Source: an optimization exercise on an open RTL-to-GDS flow (aim: small area and a short achievable clock period). Production flows keep margins and buffers that such runs may drop. Function was checked by simulation only, so behaviour that the tests miss may differ from the original. Power figures rest on the tool's default switching activity, not on a simulated workload.

$ cat flow/config.mk
export PLATFORM = sky130hd
export DESIGN_NAME = fp_add64
export DESIGN_NICKNAME = fp_add64
export VERILOG_FILES = /design/flow/design.v
export SDC_FILE = /design/flow/constraint.sdc
export NUM_CORES = 4
export LEC_CHECK = 0
export CAP_MARGIN = 20
export CORE_MARGIN = 2
export CORE_UTILIZATION = 40
export SLEW_MARGIN = 20
$ cat flow/constraint.sdc
create_clock -name core_clock -period 8.0 [get_ports {clk}]
set_input_delay 1.6000 -clock core_clock [delete_from_list [all_inputs] [get_ports {clk}]]
set_output_delay 1.6000 -clock core_clock [all_outputs]
set_load 0.01 [all_outputs]
$ cat flow/design.v
module fp_add64 (
    input  wire        clk,
    input  wire        rst,
    input  wire        in_valid,
    input  wire [63:0] a,
    input  wire [63:0] b,
    input  wire        sub,       
    input  wire [2:0]  rm,        
    output reg         out_valid,
    output reg  [63:0] result,
    output reg  [4:0]  flags      
);
    localparam [2:0] RNE = 3'b001;
    localparam [2:0] RTZ = 3'b010;
    localparam [2:0] RUP = 3'b011;
    localparam [2:0] RDN = 3'b100;
    localparam [2:0] RNA = 3'b101;
    localparam [63:0] QNAN = 64'h7FF8_0000_0000_0000;
    wire        sa   = a[63];
    wire        sb   = b[63] ^ sub;
    wire [10:0] ea   = a[62:52];
    wire [10:0] eb   = b[62:52];
    wire [51:0] fa   = a[51:0];
    wire [51:0] fb   = b[51:0];
    wire a_nan  = (ea == 11'h7FF) && (fa != 52'd0);
    wire b_nan  = (eb == 11'h7FF) && (fb != 52'd0);
    wire a_snan = a_nan && !fa[51];
    wire b_snan = b_nan && !fb[51];
    wire a_inf  = (ea == 11'h7FF) && (fa == 52'd0);
    wire b_inf  = (eb == 11'h7FF) && (fb == 52'd0);
    wire a_zero = (ea == 11'd0) && (fa == 52'd0);
    wire b_zero = (eb == 11'd0) && (fb == 52'd0);
    wire [52:0] ma   = {ea != 11'd0, fa};
    wire [52:0] mb   = {eb != 11'd0, fb};
    wire [10:0] ea1  = (ea == 11'd0) ? 11'd1 : ea;
    wire [10:0] eb1  = (eb == 11'd0) ? 11'd1 : eb;
    wire        a_ge = {ea1, ma} >= {eb1, mb};
    reg         sp1;
    reg  [63:0] sp_res1;
    reg  [4:0]  sp_fl1;
    always @* begin
        sp1     = 1'b1;
        sp_res1 = QNAN;
        sp_fl1  = 5'd0;
        if (a_nan || b_nan) begin
            sp_fl1[0] = a_snan | b_snan;
        end else if (a_inf && b_inf) begin
            if (sa != sb) sp_fl1[0] = 1'b1;
            else          sp_res1   = {sa, 11'h7FF, 52'd0};
        end else if (a_inf) begin
            sp_res1 = {sa, 11'h7FF, 52'd0};
        end else if (b_inf) begin
            sp_res1 = {sb, 11'h7FF, 52'd0};
        end else begin
            sp1 = 1'b0;
        end
    end
    reg         v1;
    reg         sp_r1;
    reg  [63:0] spres_r1;
    reg  [4:0]  spfl_r1;
    reg  [2:0]  rm1;
    reg         sl1;         
    reg         esub1;       
    reg         zz1;         
    reg         zsign1;      
    reg  [10:0] el1;
    reg  [52:0] ml1;
    reg  [52:0] ms1;
    reg  [10:0] ediff1;
    always @(posedge clk) begin
        if (rst) v1 <= 1'b0;
        else     v1 <= in_valid;
        sp_r1    <= sp1;
        spres_r1 <= sp_res1;
        spfl_r1  <= sp_fl1;
        rm1      <= rm;
        sl1      <= a_ge ? sa : sb;
        esub1    <= sa ^ sb;
        zz1      <= a_zero && b_zero && (sa == sb);
        zsign1   <= sa;
        el1      <= a_ge ? ea1 : eb1;
        ml1      <= a_ge ? ma : mb;
        ms1      <= a_ge ? mb : ma;
        ediff1   <= a_ge ? (ea1 - eb1) : (eb1 - ea1);
    end
    wire [55:0]  l_ext = {ml1, 3'b000};
    wire [5:0]   dsh2   = (ediff1 > 11'd58) ? 6'd58 : ediff1[5:0];
    wire [111:0] s_wide = {ms1, 59'd0} >> dsh2;
    wire         s_stk  = |s_wide[55:0];
    wire [55:0]  s_ext  = {s_wide[111:57], s_wide[56] | s_stk};
    wire [56:0]  sum2   = esub1 ? ({1'b0, l_ext} - {1'b0, s_ext})
                                : ({1'b0, l_ext} + {1'b0, s_ext});
    reg         v2;
    reg         sp_r2;
    reg  [63:0] spres_r2;
    reg  [4:0]  spfl_r2;
    reg  [2:0]  rm2;
    reg         sl2;
    reg         zz2;
    reg         zsign2;
    reg  [10:0] el2;
    reg  [56:0] sum_r2;
    always @(posedge clk) begin
        if (rst) v2 <= 1'b0;
        else     v2 <= v1;
        sp_r2    <= sp_r1;
        spres_r2 <= spres_r1;
        spfl_r2  <= spfl_r1;
        rm2      <= rm1;
        sl2      <= sl1;
        zz2      <= zz1;
        zsign2   <= zsign1;
        el2      <= el1;
        sum_r2   <= sum2;
    end
    reg  [6:0] lz3;
    integer    i;
    always @* begin
        lz3 = 7'd56;
        for (i = 0; i < 56; i = i + 1)
            if (sum_r2[i]) lz3 = 7'd55 - i[6:0];
    end
    wire [11:0] lmax3  = {1'b0, el2} - 12'd1;
    wire [6:0]  lsh3   = ({5'd0, lz3} > lmax3) ? lmax3[6:0] : lz3;
    wire [55:0] shl3   = sum_r2[55:0] << lsh3;
    wire [55:0] norm3  = sum_r2[56] ? {sum_r2[56:2], sum_r2[1] | sum_r2[0]} : shl3;
    wire [11:0] exp3   = sum_r2[56] ? ({1'b0, el2} + 12'd1) : ({1'b0, el2} - {5'd0, lsh3});
    wire        zero3  = (sum_r2 == 57'd0);
    reg         v3;
    reg         sp_r3;
    reg  [63:0] spres_r3;
    reg  [4:0]  spfl_r3;
    reg  [2:0]  rm3;
    reg         sl3;
    reg         zz3;
    reg         zsign3;
    reg         zero_r3;
    reg  [11:0] exp_r3;
    reg  [55:0] norm_r3;
    always @(posedge clk) begin
        if (rst) v3 <= 1'b0;
        else     v3 <= v2;
        sp_r3    <= sp_r2;
        spres_r3 <= spres_r2;
        spfl_r3  <= spfl_r2;
        rm3      <= rm2;
        sl3      <= sl2;
        zz3      <= zz2;
        zsign3   <= zsign2;
        zero_r3  <= zero3;
        exp_r3   <= exp3;
        norm_r3  <= norm3;
    end
    wire        lsb4  = norm_r3[3];
    wire        g4    = norm_r3[2];
    wire        st4   = norm_r3[1] | norm_r3[0];
    wire        inx4  = g4 | st4;
    reg         up4;
    always @* begin
        case (rm3)
            RNE:     up4 = g4 & (st4 | lsb4);
            RTZ:     up4 = 1'b0;
            RUP:     up4 = ~sl3 & inx4;
            RDN:     up4 = sl3 & inx4;
            default: up4 = g4;               
        endcase
    end
    wire [53:0] rnd4  = {1'b0, norm_r3[55:3]} + {53'd0, up4};
    wire [52:0] man4  = rnd4[53] ? rnd4[53:1] : rnd4[52:0];
    wire [11:0] e4    = rnd4[53] ? exp_r3 + 12'd1 : exp_r3;
    wire        ovf4  = (e4 >= 12'd2047);
    wire [10:0] efld4 = man4[52] ? e4[10:0] : 11'd0;
    reg         ovf_to_inf4;
    always @* begin
        case (rm3)
            RTZ:     ovf_to_inf4 = 1'b0;
            RUP:     ovf_to_inf4 = ~sl3;
            RDN:     ovf_to_inf4 = sl3;
            default: ovf_to_inf4 = 1'b1;
        endcase
    end
    reg  [63:0] res4;
    reg  [4:0]  fl4;
    always @* begin
        fl4 = 5'd0;
        if (sp_r3) begin
            res4 = spres_r3;
            fl4  = spfl_r3;
        end else if (zero_r3) begin
            if (zz3)
                res4 = {zsign3, 63'd0};
            else
                res4 = {rm3 == RDN, 63'd0};
        end else if (ovf4) begin
            res4   = ovf_to_inf4 ? {sl3, 11'h7FF, 52'd0} : {sl3, 11'h7FE, {52{1'b1}}};
            fl4[2] = 1'b1;
            fl4[4] = 1'b1;
        end else begin
            res4   = {sl3, efld4, man4[51:0]};
            fl4[4] = inx4;
        end
    end
    always @(posedge clk) begin
        if (rst) out_valid <= 1'b0;
        else     out_valid <= v3;
        result <= res4;
        flags  <= fl4;
    end
endmodule
$ cat flow/run.sh
#!/bin/bash
# synth_recipe.tcl (not shown) runs the flow's synth.tcl, then flattens the netlist and writes it again
# the make line also repeats each setting of config.mk as NAME=value (left out here)
make -C /OpenROAD-flow-scripts/flow DESIGN_CONFIG=/design/flow/config.mk WORK_HOME=/design/flow/orfs CLKGATE_MAP_FILE= SYNTH_SCRIPT=/design/flow/synth_recipe.tcl finish
==> run notes <==
routing by layer:
metal  vias to the layer above  wire length [um]  part of all wire, %  global-route usage (%)
li1                      14200                 -                    -                       -
met1                     13800             47600                   41                    36.2
met2                      1523             52300                   45                    48.3
met3                       429              8650                  7.4                    5.11
met4                         0              8160                  7.0                    17.5
met5                         -                 0                    0                       0
where the power goes:
part           total, mW  internal (mW)  switching (mW)
logic               4.45           1.86            2.59
registers           2.95           2.38           0.568
clock network       2.05           1.22           0.833
through the flow:
| step | total power, mW | hold slack (ps) | util [%] | setup slack (ps) | instance area (um2) |
|---|---|---|---|---|---|
| final | 9.45 | 291 | 47.3 | 407 | 34600 |
| after global routing | 9.94 | 293 | 47.3 | 19.9 | 34600 |
| after CTS | 9.35 | 290 | 47.2 | 506 | 34500 |
| after detailed placement | 7.28 | 312 | 45.2 | 538 | 33000 |
| after global placement | 7.29 | 310 | 45.2 | 559 | 33000 |
| after floorplan | 5.54 | 310 | - | 499 | 29600 |
worst max path at each step:
stage | endpoint | depth (start not counted) | start | slack [ps]
floorplan | exp_r3[11]$_DFF_P_ | 40 | sum_r2[4]$_DFF_P_ | 500
global placement | exp_r3[11]$_DFF_P_ | 37 | sum_r2[0]$_DFF_P_ | 560
detailed placement | sum_r2[53]$_DFF_P_ | 27 | ediff1[2]$_DFF_P_ | 540
CTS | sum_r2[53]$_DFF_P_ | 27 | ediff1[2]$_DFF_P_ | 510
global route | sum_r2[53]$_DFF_P_ | 27 | ediff1[2]$_DFF_P_ | 20
finish | sum_r2[53]$_DFF_P_ | 27 | ediff1[2]$_DFF_P_ | 410
worst reg2reg max path, delay by kind of cell, from the launching register on:
kind,cells,cell delay [ps]
AOI/OAI and AO/OA,19,5020
and+or+nand+nor,4,780
adders and majority gates,2,690
DFF,1,480
muxes,1,410
xor gates and xnor gates,1,150
placed cells by master (no fill, tap or decap), drive strengths merged, types with 9 or more instances in the layout:
cell type	instances
a22oi	16
and3	28
nand3	102
a211o	13
inv	237
dfxtp	367
xor2	26
buf	134
mux2i	209
a221oi	19
a2111oi	9
nand2b	51
o21ai	280
nor2	333
a211oi	39
o221ai	12
o21a	21
nor4	74
nand4	56
a21o	50
a21oi	295
or2	21
o21bai	43
clkdlybuf4s50	202
o31ai	41
or3	32
a22o	14
ha	206
nor3	95
o31a	10
o211ai	51
clkbuf	55
xnor2	115
and2	9
mux2	124
clkinv	9
nor2b	46
o22ai	39
a31oi	36
nand2	344
final cells by class:
class	count	share of cell area [%]
Antenna cell	4	0.0290
Clock buffer	55	3.39
Clock inverter	23	0.938
Inverter	231	2.51
Multi-Input combinational cell	3005	59.3
Sequential cell	367	21.3
Tap cell	959	3.47
Timing Repair Buffer	336	9.05
logic make-up after synthesis:
logic type / after synthesis / share of synthesized area (%)
flops: 367 / 24.8
simple gates: 1223 / 19.8
mux: 340 / 12.3
compound gates: 1089 / 23.7
fa+ha+maj: 210 / 8.98
buf+inv: 472 / 6.30
other cells: 1 / 0.0127
xor+xnor: 141 / 4.17
sequential cells by signal, indices dropped and copies added, names as in the netlist, 11 cells and up:
register  cells
ms1          53
sum_r2       57
el1          11
exp_r3       12
el2          11
ml1          53
norm_r3      56
result       64
ediff1       11
repair_timing:
item / 4_1_cts / 5_1_grt
setup endpoints to repair: 0 / 3
resized for setup: 0 / 6
setup buffers: 0 / 1
==> impl_metrics.yaml <==
critical_path:
  r2r_cells: 27
  cpLargestDelayFamily: "compound AO/OA/AOI/OAI gates"
  crit_path_start_kind: "flip-flop"
  worstPathMaxFanout: 14
  critPathKind: "reg2reg"
  timing.rr.end: "sum_r2[53]$_DFF_P_"
  critPathMostFrequentCell: "a21oi_1"
  cp.arrival_ps: 8110
  rrSetupSlack_ps: 410
  critPathCaptureType: "flip-flop"
  crit_slowest_cell: "o211a_2"
  crit-reg2reg-launch: "ediff1[2]$_DFF_P_"
  cp.required_ps: 8520
  max_stage_delay_ps: 540
  crit_buf_inv: 0
sta:
  setup_violations: 0
  finalHoldViolations: 0
  grt_setup_unrepaired: "no"
  tns_ps: 0
  worst_pin_slew_ps: 970
  final_max_slew_viol_count: 0
  fin_skew_ps: 45.9
  layout_min_cycle_time_ps: 7590
  fmax_mhz: 132
  fin_crit_sh_pct: 94.9
  slew_headroom_pct: 35.3
synthesis:
  yosysMostFrequentCell: "dfxtp_1"
  async_flop_share_pct: 0
  avgSynthCellArea_um2: 7.70
  synthTopCellsByArea: "dfxtp_1 (25%), ha_1 (8.7%), mux2i_1 (7.1%)"
  synth_flop_cell: "dfxtp_1"
  yosysTopAreaCell: "dfxtp_1"
  synth.ff_latch_count: 367
  synth_edf_count: 0
  yosys_warnings: 1
  synth_area_mm2: 0.0296
  netlist_instances: 3843
  synth_common_cells: "dfxtp_1 (367), nand2_1 (344), nor2_1 (333)"
  ys_seq_area_share_pct: 24.8
  yosysTopAreaCellShare_pct: 24.8
  synth_cell_type_count: 96
drt:
  vias: 30000
  dr.pass1.iters: 27
  drc: 0
  drt_iter0_drc: 2990
  wl_per_cell_um: 23.4
  viasPerCell: 6.02
  ant_nets: 0
  wl_um: 117000
die:
  rows: 99
  initial_core_util_pct: 40.5
  dieWidth_um: 276
  core_area_mm2: 0.0731
  ioPinCount: 205
  fp.dieArea_mm2: 0.0762
  dieHeight_um: 276
final_layout:
  final_nets: 4328
  syn2layout_area_growth_pct: 16.7
  n_fill_cell: 7354
  final_cells: 4980
  final-seq-area_mm2: 0.00735
  multi_input_area_mm2: 0.0205
  drive_above_1_share_pct: 10.1
placement:
  dp.cells: 4897
  io_buffer_count: 202
  hpwl_um: 93600
  globalplace.congestion: 1.06
power:
  leakage_nw: 14.3
  pwr_density_cell_mw_per_mm2: 273
  ir_drop_mv: 0.175
global_routing:
  grt_pass1_vias: 28500
  grt_usage_pct: 29.4
  grt_pass1_wl_um: 175000
  antenna_found_initial: 5
  grt_overflow: 0
  grt_max_degree: 117
cts:
  root_buffer: "clkbuf_16"
  numCtsBuffers: 42
  clk_latency_ps: 620
  htree_levels: 2
  path_clk_slew_ps: 60
  hold_buffers: 0
  cts_tree: "built"
  cts_buffer_depth: 3
  clock_sinks: 367
min_path:
  worstHoldEndpoint: "el2[3]$_DFF_P_"
  hold_path_depth: 0
  hold_path_class: "reg2reg"
  hp-start: "el1[3]$_DFF_P_"
run_status:
  status: "timing/DRC/antenna clean"
run:
  maxCapViolCount: 0

[port drivers added, routing unchanged]
Ports are ideal in the flow. The routed layout listed here was re-timed in OpenROAD.
Step 1: set_driving_cell puts a clkbuf_16 on clk and a buf_2 on each other input, an assumption about the parent block.
Step 2 times the ports against the registers' clock, not the clock port: input delays grow and output delays shrink by t, the midpoint of the rising clock arrivals with the driver on.
Three values: no drivers, after step 1, after step 2; two values: the first two.
shift t [ns]: 0.657
setup slack, ns: 0.407 / 0.407 / 0.407
worst hold slack (ns): 0.291 / 0.291 / 0.291
worst setup path at the end: register to register
cell pins on the clock port's net: 1
After both steps this run still meets setup and hold. For this run, drivers alone change the setup slack by 0.000 ns; drivers and shift together by 0.000 ns.
